From an optimization exercise on the open Yosys and OpenROAD flow, aimed at small area and a short achievable clock period; shortcuts taken in it are not production practice.
Function was checked by simulation only, so behaviour that the tests miss may differ from the original.
Power and IR drop assume default switching activity.

==> trial 91 <==
==> flow/design.v <==
module dab_conv (
    input  wire         clk,
    input  wire         rst,
    input  wire         in_valid,
    input  wire         in_expand,    
    input  wire [511:0] in_data,      
    input  wire [2:0]   in_nbias,     
    input  wire [3:0]   in_exp,       
    input  wire [3:0]   in_sh,        
    output reg          out_valid,
    output reg  [511:0] out_data,     
    output reg  [3:0]   out_exp,      
    output reg          out_ovf       
);
    reg         s1_valid;
    reg         s1_expand;
    reg [511:0] s1_data;
    reg [2:0]   s1_nbias;
    reg [3:0]   s1_exp;
    reg [3:0]   s1_sh;
    always @(posedge clk) begin
        if (rst)
            s1_valid <= 1'b0;
        else
            s1_valid <= in_valid;
        s1_expand <= in_expand;
        s1_data   <= in_data;
        s1_nbias  <= in_nbias;
        s1_exp    <= in_exp;
        s1_sh     <= in_sh;
    end
    integer i, j, k;
    reg [14:7] big;
    always @* begin
        big = 8'd0;
        for (k = 0; k < 32; k = k + 1)
            for (j = 7; j < 15; j = j + 1)
                big[j] = big[j] | (s1_data[16*k+j] ^ s1_data[16*k+15]);
    end
    reg [3:0] pack_e;
    always @* begin
        pack_e = 4'd0;
        for (j = 7; j < 15; j = j + 1)
            if (big[j])
                pack_e = j - 6;
    end
    reg [8:0] psel;
    always @* begin
        for (j = 0; j < 9; j = j + 1)
            psel[j] = !s1_expand && (pack_e == j);
    end
    reg [15:0] eh, shh;
    always @* begin
        for (j = 0; j < 16; j = j + 1) begin
            eh[j]  = (s1_exp == j);
            shh[j] = (s1_sh == j);
        end
    end
    reg [30:0] xsel;    
    reg [30:0] xge;     
    always @* begin
        xsel = 31'd0;
        for (i = 0; i < 16; i = i + 1)
            for (j = 0; j < 16; j = j + 1)
                xsel[i - j + 15] = xsel[i - j + 15] | (eh[i] & shh[j]);
        for (j = 0; j < 31; j = j + 1)
            xsel[j] = xsel[j] & s1_expand;
        xge[30] = xsel[30];
        for (j = 29; j >= 0; j = j - 1)
            xge[j] = xge[j + 1] | xsel[j];
    end
    reg [6:0] nz;
    always @* begin
        nz = 7'd0;
        for (k = 0; k < 32; k = k + 1)
            for (j = 0; j < 7; j = j + 1)
                nz[j] = nz[j] | (s1_data[8*k+j] ^ s1_data[8*k+7]);
    end
    reg ovf;
    always @* begin
        ovf = 1'b0;
        for (j = 0; j < 7; j = j + 1)
            ovf = ovf | (nz[j] & xge[30-j]);
    end
    reg [511:0] res;
    reg [7:0]   m;
    reg [15:0]  x;
    always @* begin
        res = 512'd0;
        for (k = 0; k < 32; k = k + 1) begin
            m = s1_data[8*k +: 8];
            for (j = 0; j < 16; j = j + 1) begin
                res[16*k+j] = m[7] & s1_expand & !xge[j + 9];
                for (i = 0; i < 7; i = i + 1)
                    res[16*k+j] = res[16*k+j] | (m[i] & xsel[j - i + 15]);
            end
        end
        for (k = 0; k < 32; k = k + 1) begin
            x = s1_data[16*k +: 16];
            res[8*k+7] = res[8*k+7] | (x[15] & !s1_expand);
            for (i = 0; i < 7; i = i + 1)
                for (j = 0; j < 9; j = j + 1)
                    res[8*k+i] = res[8*k+i] | (x[i+j] & psel[j]);
        end
    end
    always @(posedge clk) begin
        if (rst)
            out_valid <= 1'b0;
        else
            out_valid <= s1_valid;
        out_data <= res;
        out_exp  <= s1_expand ? 4'd0 : pack_e + {1'b0, s1_nbias};
        out_ovf  <= ovf;
    end
endmodule
==> flow/run.sh <==
#!/bin/bash
# synth_recipe.tcl (not shown) runs the flow's synth.tcl, then flattens the netlist and writes it again
# the make line also repeats each setting of config.mk as NAME=value (left out here)
make -C /OpenROAD-flow-scripts/flow DESIGN_CONFIG=/design/flow/config.mk WORK_HOME=/design/flow/orfs CLKGATE_MAP_FILE= SYNTH_SCRIPT=/design/flow/synth_recipe.tcl finish
==> flow/config.mk <==
export PLATFORM = sky130hd
export DESIGN_NAME = dab_conv
export DESIGN_NICKNAME = dab_conv
export VERILOG_FILES = /design/flow/design.v
export SDC_FILE = /design/flow/constraint.sdc
export NUM_CORES = 4
export LEC_CHECK = 0
export CAP_MARGIN = 20
export CORE_MARGIN = 2
export CORE_UTILIZATION = 50
export PLACE_DENSITY = 0.6
export SLEW_MARGIN = 20
==> flow/constraint.sdc <==
create_clock -name core_clock -period 16.0 [get_ports {clk}]
set_input_delay 3.2000 -clock core_clock [delete_from_list [all_inputs] [get_ports {clk}]]
set_output_delay 3.2000 -clock core_clock [all_outputs]
set_load 0.01 [all_outputs]
==> trial 71: changes against trial 91 <==
==> flow/design.v, changed modules only <==
module dab_conv (
    input  wire         clk,
    input  wire         rst,
    input  wire         in_valid,
    input  wire         in_expand,    
    input  wire [511:0] in_data,      
    input  wire [2:0]   in_nbias,     
    input  wire [3:0]   in_exp,       
    input  wire [3:0]   in_sh,        
    output reg          out_valid,
    output reg  [511:0] out_data,     
    output reg  [3:0]   out_exp,      
    output reg          out_ovf       
);
    reg         s1_valid;
    reg         s1_expand;
    reg [511:0] s1_data;
    reg [2:0]   s1_nbias;
    reg [3:0]   s1_exp;
    reg [3:0]   s1_sh;
    always @(posedge clk) begin
        if (rst)
            s1_valid <= 1'b0;
        else
            s1_valid <= in_valid;
        s1_expand <= in_expand;
        s1_data   <= in_data;
        s1_nbias  <= in_nbias;
        s1_exp    <= in_exp;
        s1_sh     <= in_sh;
    end
    integer i, j, k;
    reg [14:7] big;
    always @* begin
        big = 8'd0;
        for (k = 0; k < 32; k = k + 1)
            for (j = 7; j < 15; j = j + 1)
                big[j] = big[j] | (s1_data[16*k+j] ^ s1_data[16*k+15]);
    end
    reg [3:0] pack_e;
    always @* begin
        pack_e = 4'd0;
        for (j = 7; j < 15; j = j + 1)
            if (big[j])
                pack_e = j - 6;
    end
    reg [8:0] psel;
    always @* begin
        for (j = 0; j < 9; j = j + 1)
            psel[j] = !s1_expand && (pack_e == j);
    end
    wire [4:0] dp = {1'b1, s1_exp} - {1'b0, s1_sh};    
    reg [3:0]  bsel;
    reg [7:0]  asel;
    reg [15:0] sg;      
    reg [6:0]  ovge;    
    always @* begin
        for (j = 0; j < 4; j = j + 1)
            bsel[j] = s1_expand && (dp[1:0] == j);
        for (j = 0; j < 8; j = j + 1)
            asel[j] = s1_expand && (dp[4:2] == j);
        for (j = 0; j < 16; j = j + 1)
            sg[j] = s1_expand && (4 * dp[4:2] < j + 6);
        for (j = 0; j < 7; j = j + 1)
            ovge[j] = s1_expand && (dp >= 31 - j);
    end
    reg [6:0] nz;
    always @* begin
        nz = 7'd0;
        for (k = 0; k < 32; k = k + 1)
            for (j = 0; j < 7; j = j + 1)
                nz[j] = nz[j] | (s1_data[8*k+j] ^ s1_data[8*k+7]);
    end
    reg ovf;
    always @* begin
        ovf = 1'b0;
        for (j = 0; j < 7; j = j + 1)
            ovf = ovf | (nz[j] & ovge[j]);
    end
    reg [511:0] res;
    reg [7:0]   m;
    reg [10:0]  z;
    reg [15:0]  x;
    integer a;
    always @* begin
        res = 512'd0;
        for (k = 0; k < 32; k = k + 1) begin
            m = s1_data[8*k +: 8];
            for (j = 0; j < 11; j = j + 1) begin
                z[j] = 1'b0;
                for (i = 0; i < 4; i = i + 1)
                    if (j >= i)
                        z[j] = z[j] | (bsel[i] & m[(j - i > 7) ? 7 : (j - i)]);
            end
            for (j = 0; j < 16; j = j + 1) begin
                res[16*k+j] = m[7] & sg[j];
                for (a = 0; a < 8; a = a + 1)
                    if (j - 4 * (a - 4) >= 0 && j - 4 * (a - 4) <= 10)
                        res[16*k+j] = res[16*k+j] | (asel[a] & z[j - 4 * (a - 4)]);
            end
        end
        for (k = 0; k < 32; k = k + 1) begin
            x = s1_data[16*k +: 16];
            res[8*k+7] = res[8*k+7] | (x[15] & !s1_expand);
            for (i = 0; i < 7; i = i + 1)
                for (j = 0; j < 9; j = j + 1)
                    res[8*k+i] = res[8*k+i] | (x[i+j] & psel[j]);
        end
    end
    always @(posedge clk) begin
        if (rst)
            out_valid <= 1'b0;
        else
            out_valid <= s1_valid;
        out_data <= res;
        out_exp  <= s1_expand ? 4'd0 : pack_e + {1'b0, s1_nbias};
        out_ovf  <= ovf;
    end
endmodule
--- a/flow/config.mk
+++ b/flow/config.mk
@@ -7,6 +7,6 @@
 export LEC_CHECK = 0
 export CAP_MARGIN = 20
 export CORE_MARGIN = 2
-export CORE_UTILIZATION = 50
-export PLACE_DENSITY = 0.6
+export CORE_UTILIZATION = 40
+export PLACE_DENSITY = 0.5
 export SLEW_MARGIN = 20
==> trial 33: changes against trial 91 <==
==> flow/design.v, changed modules only <==
module dab_conv (
    input  wire         clk,
    input  wire         rst,
    input  wire         in_valid,
    input  wire         in_expand,    
    input  wire [511:0] in_data,      
    input  wire [2:0]   in_nbias,     
    input  wire [3:0]   in_exp,       
    input  wire [3:0]   in_sh,        
    output reg          out_valid,
    output reg  [511:0] out_data,     
    output reg  [3:0]   out_exp,      
    output reg          out_ovf       
);
    integer i, j, k, a;
    reg [14:7] big;
    reg [6:0]  nz;
    always @* begin
        big = 8'd0;
        for (k = 0; k < 32; k = k + 1)
            for (j = 7; j < 15; j = j + 1)
                big[j] = big[j] | (in_data[16*k+j] ^ in_data[16*k+15]);
        nz = 7'd0;
        for (k = 0; k < 32; k = k + 1)
            for (j = 0; j < 7; j = j + 1)
                nz[j] = nz[j] | (in_data[8*k+j] ^ in_data[8*k+7]);
    end
    wire [4:0] dp = {1'b1, in_exp} - {1'b0, in_sh};
    reg [3:0]  bsel;
    reg [7:0]  asel;
    always @* begin
        for (j = 0; j < 4; j = j + 1)
            bsel[j] = in_expand && (dp[1:0] == j);
        for (j = 0; j < 8; j = j + 1)
            asel[j] = in_expand && (dp[4:2] == j);
    end
    reg         s1_valid;
    reg         s1_expand;
    reg [511:0] s1_data;
    reg [2:0]   s1_nbias;
    reg [3:0]   s1_bsel;
    reg [7:0]   s1_asel;
    reg [14:7]  s1_big;
    reg [6:0]   s1_nz;
    always @(posedge clk) begin
        if (rst)
            s1_valid <= 1'b0;
        else
            s1_valid <= in_valid;
        s1_expand <= in_expand;
        s1_data   <= in_data;
        s1_nbias  <= in_nbias;
        s1_bsel   <= bsel;
        s1_asel   <= asel;
        s1_big    <= big;
        s1_nz     <= nz;
    end
    reg [8:1] th;
    reg [3:0] s1_e;
    always @* begin
        th[8] = s1_big[14];
        for (j = 7; j >= 1; j = j - 1)
            th[j] = th[j + 1] | s1_big[j + 6];
        s1_e[3] = th[8];
        s1_e[2] = th[4] & !th[8];
        s1_e[1] = (th[2] & !th[4]) | (th[6] & !th[8]);
        s1_e[0] = (th[1] & !th[2]) | (th[3] & !th[4]) | (th[5] & !th[6]) | (th[7] & !th[8]);
    end
    wire       pk = !s1_expand;
    wire [2:0] pb = {pk & (th[2] & !th[3] | th[5] & !th[6] | th[8]),
                     pk & (th[1] & !th[2] | th[4] & !th[5] | th[7] & !th[8]),
                     pk & (!th[1] | th[3] & !th[4] | th[6] & !th[7])};
    wire [2:0] pa = {pk & th[6], pk & th[3] & !th[6], pk & !th[3]};
    reg [31:0] dge;     
    reg        s1_ovf;
    always @* begin
        for (j = 0; j < 32; j = j + 1) begin
            dge[j] = 1'b0;
            for (a = 0; a < 8; a = a + 1)
                for (i = 0; i < 4; i = i + 1)
                    if (4 * a + i >= j)
                        dge[j] = dge[j] | (s1_asel[a] & s1_bsel[i]);
        end
        s1_ovf = 1'b0;
        for (j = 0; j < 7; j = j + 1)
            s1_ovf = s1_ovf | (s1_nz[j] & dge[31 - j]);
    end
    reg [15:0] sg;      
    always @* begin
        for (j = 0; j < 16; j = j + 1) begin
            sg[j] = 1'b0;
            for (a = 0; a < 8; a = a + 1)
                if (4 * a < j + 6)
                    sg[j] = sg[j] | s1_asel[a];
        end
    end
    reg [511:0] res;
    reg [7:0]   m;
    reg [10:0]  z;
    reg [15:0]  x;
    reg [12:0]  zp;
    always @* begin
        res = 512'd0;
        for (k = 0; k < 32; k = k + 1) begin
            m = s1_data[8*k +: 8];
            for (j = 0; j < 11; j = j + 1) begin
                z[j] = 1'b0;
                for (i = 0; i < 4; i = i + 1)
                    if (j >= i)
                        z[j] = z[j] | (s1_bsel[i] & m[(j - i > 7) ? 7 : (j - i)]);
            end
            for (j = 0; j < 16; j = j + 1) begin
                res[16*k+j] = m[7] & sg[j];
                for (a = 0; a < 8; a = a + 1)
                    if (j - 4 * (a - 4) >= 0 && j - 4 * (a - 4) <= 10)
                        res[16*k+j] = res[16*k+j] | (s1_asel[a] & z[j - 4 * (a - 4)]);
            end
        end
        for (k = 0; k < 32; k = k + 1) begin
            x = s1_data[16*k +: 16];
            for (j = 0; j < 13; j = j + 1) begin
                zp[j] = 1'b0;
                for (i = 0; i < 3; i = i + 1)
                    zp[j] = zp[j] | (pb[i] & x[j + i]);
            end
            for (j = 0; j < 7; j = j + 1)
                for (i = 0; i < 3; i = i + 1)
                    res[8*k+j] = res[8*k+j] | (pa[i] & zp[j + 3*i]);
            res[8*k+7] = res[8*k+7] | (pk & x[15]);
        end
    end
    always @(posedge clk) begin
        if (rst)
            out_valid <= 1'b0;
        else
            out_valid <= s1_valid;
        out_data <= res;
        out_exp  <= s1_expand ? 4'd0 : s1_e + {1'b0, s1_nbias};
        out_ovf  <= s1_ovf;
    end
endmodule
==> flow/flow/run.sh (new file) <==
#!/bin/bash
# Standard ORFS layout (the standard.sh, standard synthesis) with changes
# to how the layout is made only:
#  - ports get buf_2 buffers instead of the default pick (a delay cell);
#  - flow/cts_args.txt sets the clock tree's sink clustering.
set -euo pipefail
MARGIN=$(cat flow/margin.txt)
CTS=$(cat flow/cts_args.txt)
bash standard.sh synth > synth.log 2>&1
bash standard.sh "BUFFER_PORTS_ARGS=-buffer_cell sky130_fd_sc_hd__buf_2" \
    "SETUP_SLACK_MARGIN=$MARGIN" "CTS_ARGS=$CTS" finish > layout.log 2>&1
==> flow/flow/cts_args.txt (new file) <==
-sink_clustering_enable -repair_clock_nets -sink_clustering_size 30 -sink_clustering_max_diameter 70 -dont_use_dummy_load
==> flow/flow/margin.txt (new file) <==
11.45
==> flow/standard.sh (new file) <==
#!/bin/bash
# synth_recipe.tcl (not shown) runs the flow's synth.tcl, then flattens the netlist and writes it again
# the make line also repeats each setting of config.mk as NAME=value (left out here)
make -C /OpenROAD-flow-scripts/flow DESIGN_CONFIG=/design/flow/config.mk WORK_HOME=/design/flow/orfs CLKGATE_MAP_FILE= SYNTH_SCRIPT=/design/flow/synth_recipe.tcl "${@:-finish}"
--- a/flow/config.mk
+++ b/flow/config.mk
@@ -7,6 +7,6 @@
 export LEC_CHECK = 0
 export CAP_MARGIN = 20
 export CORE_MARGIN = 2
-export CORE_UTILIZATION = 50
-export PLACE_DENSITY = 0.6
+export CORE_UTILIZATION = 40
+export PLACE_DENSITY = 0.48
 export SLEW_MARGIN = 20
removed: flow/run.sh
==> comparison table <==
| item | trial 33 | trial 91 | trial 71 |
|---|---|---|---|
| PnR Total Power | 7.01 mW | - | 8.24 mW |
| Final hold violation count | 0 | - | 0 |
| Worst-path clk slew | 0.11 ns | - | 0.07 ns |
| Share of the yosys chip area belonging to registers | 39.6% | 33.1% | 37.2% |
| Result of the run | complete, no violations | did not finish | complete, no violations |
| Failing step | - | global routing (5_1_grt) | - |
| DR iter-0 viols | 14,112 | - | 15,528 |
| Max-area cell class | multi-input gates | - | multi-input gates |
| Dpl ws | 10.18 ns | 9.77 ns | 10.21 ns |
| Post-synthesis instance area | 0.0537 mm² | 0.0632 mm² | 0.0562 mm² |
| Cells on Worst Hold Path | 1 | - | 2 |
| Most common cell after layout, fill and taps aside | sky130_fd_sc_hd__buf_2 | - | sky130_fd_sc_hd__clkdlybuf4s50_1 |
| Worst Max-Slew Pin Slew | 1.28 ns | - | 1.42 ns |
| Final standard cell count with taps included and fillers excluded | 8,491 | - | 8,913 |
| Max-capacitance violation count | 0 | - | 0 |
| Area used by sequential logic in the layout | 0.0214 mm² | - | 0.0209 mm² |
| Net switching power figure | 2.60 mW | - | 2.96 mW |

## afterwards: timing with drivers on the ports
No port has a modelled driver above. Below, the same layouts with a new extraction and two added sets of constraints.
Step 1 (the two cells are an assumption about what drives the block):
set clk [get_ports {clk}]
set_driving_cell -lib_cell sky130_fd_sc_hd__clkbuf_16 $clk
set_driving_cell -lib_cell sky130_fd_sc_hd__buf_2 [delete_from_list [all_inputs] $clk]
Step 2 also shifts input and output timing later by t, the mid clock arrival at the registers, as if the neighbouring blocks saw the same clock.
Slacks: no drivers / after step 1 / after step 2; pairs: no drivers / after step 1.
run	t, ns	setup slack, ns	slew at the worst register clock pin (ns)
trial 71	0.867	9.622 / 9.622 / 9.622	0.08 / 0.08
trial 33	0.791	11.395 / 11.337 / 10.688	0.11 / 0.11
After both steps setup and hold are still met in every run listed. The setup slack of trial 33, which loses most, moves by -0.058 ns with the drivers and by -0.707 ns with both steps.
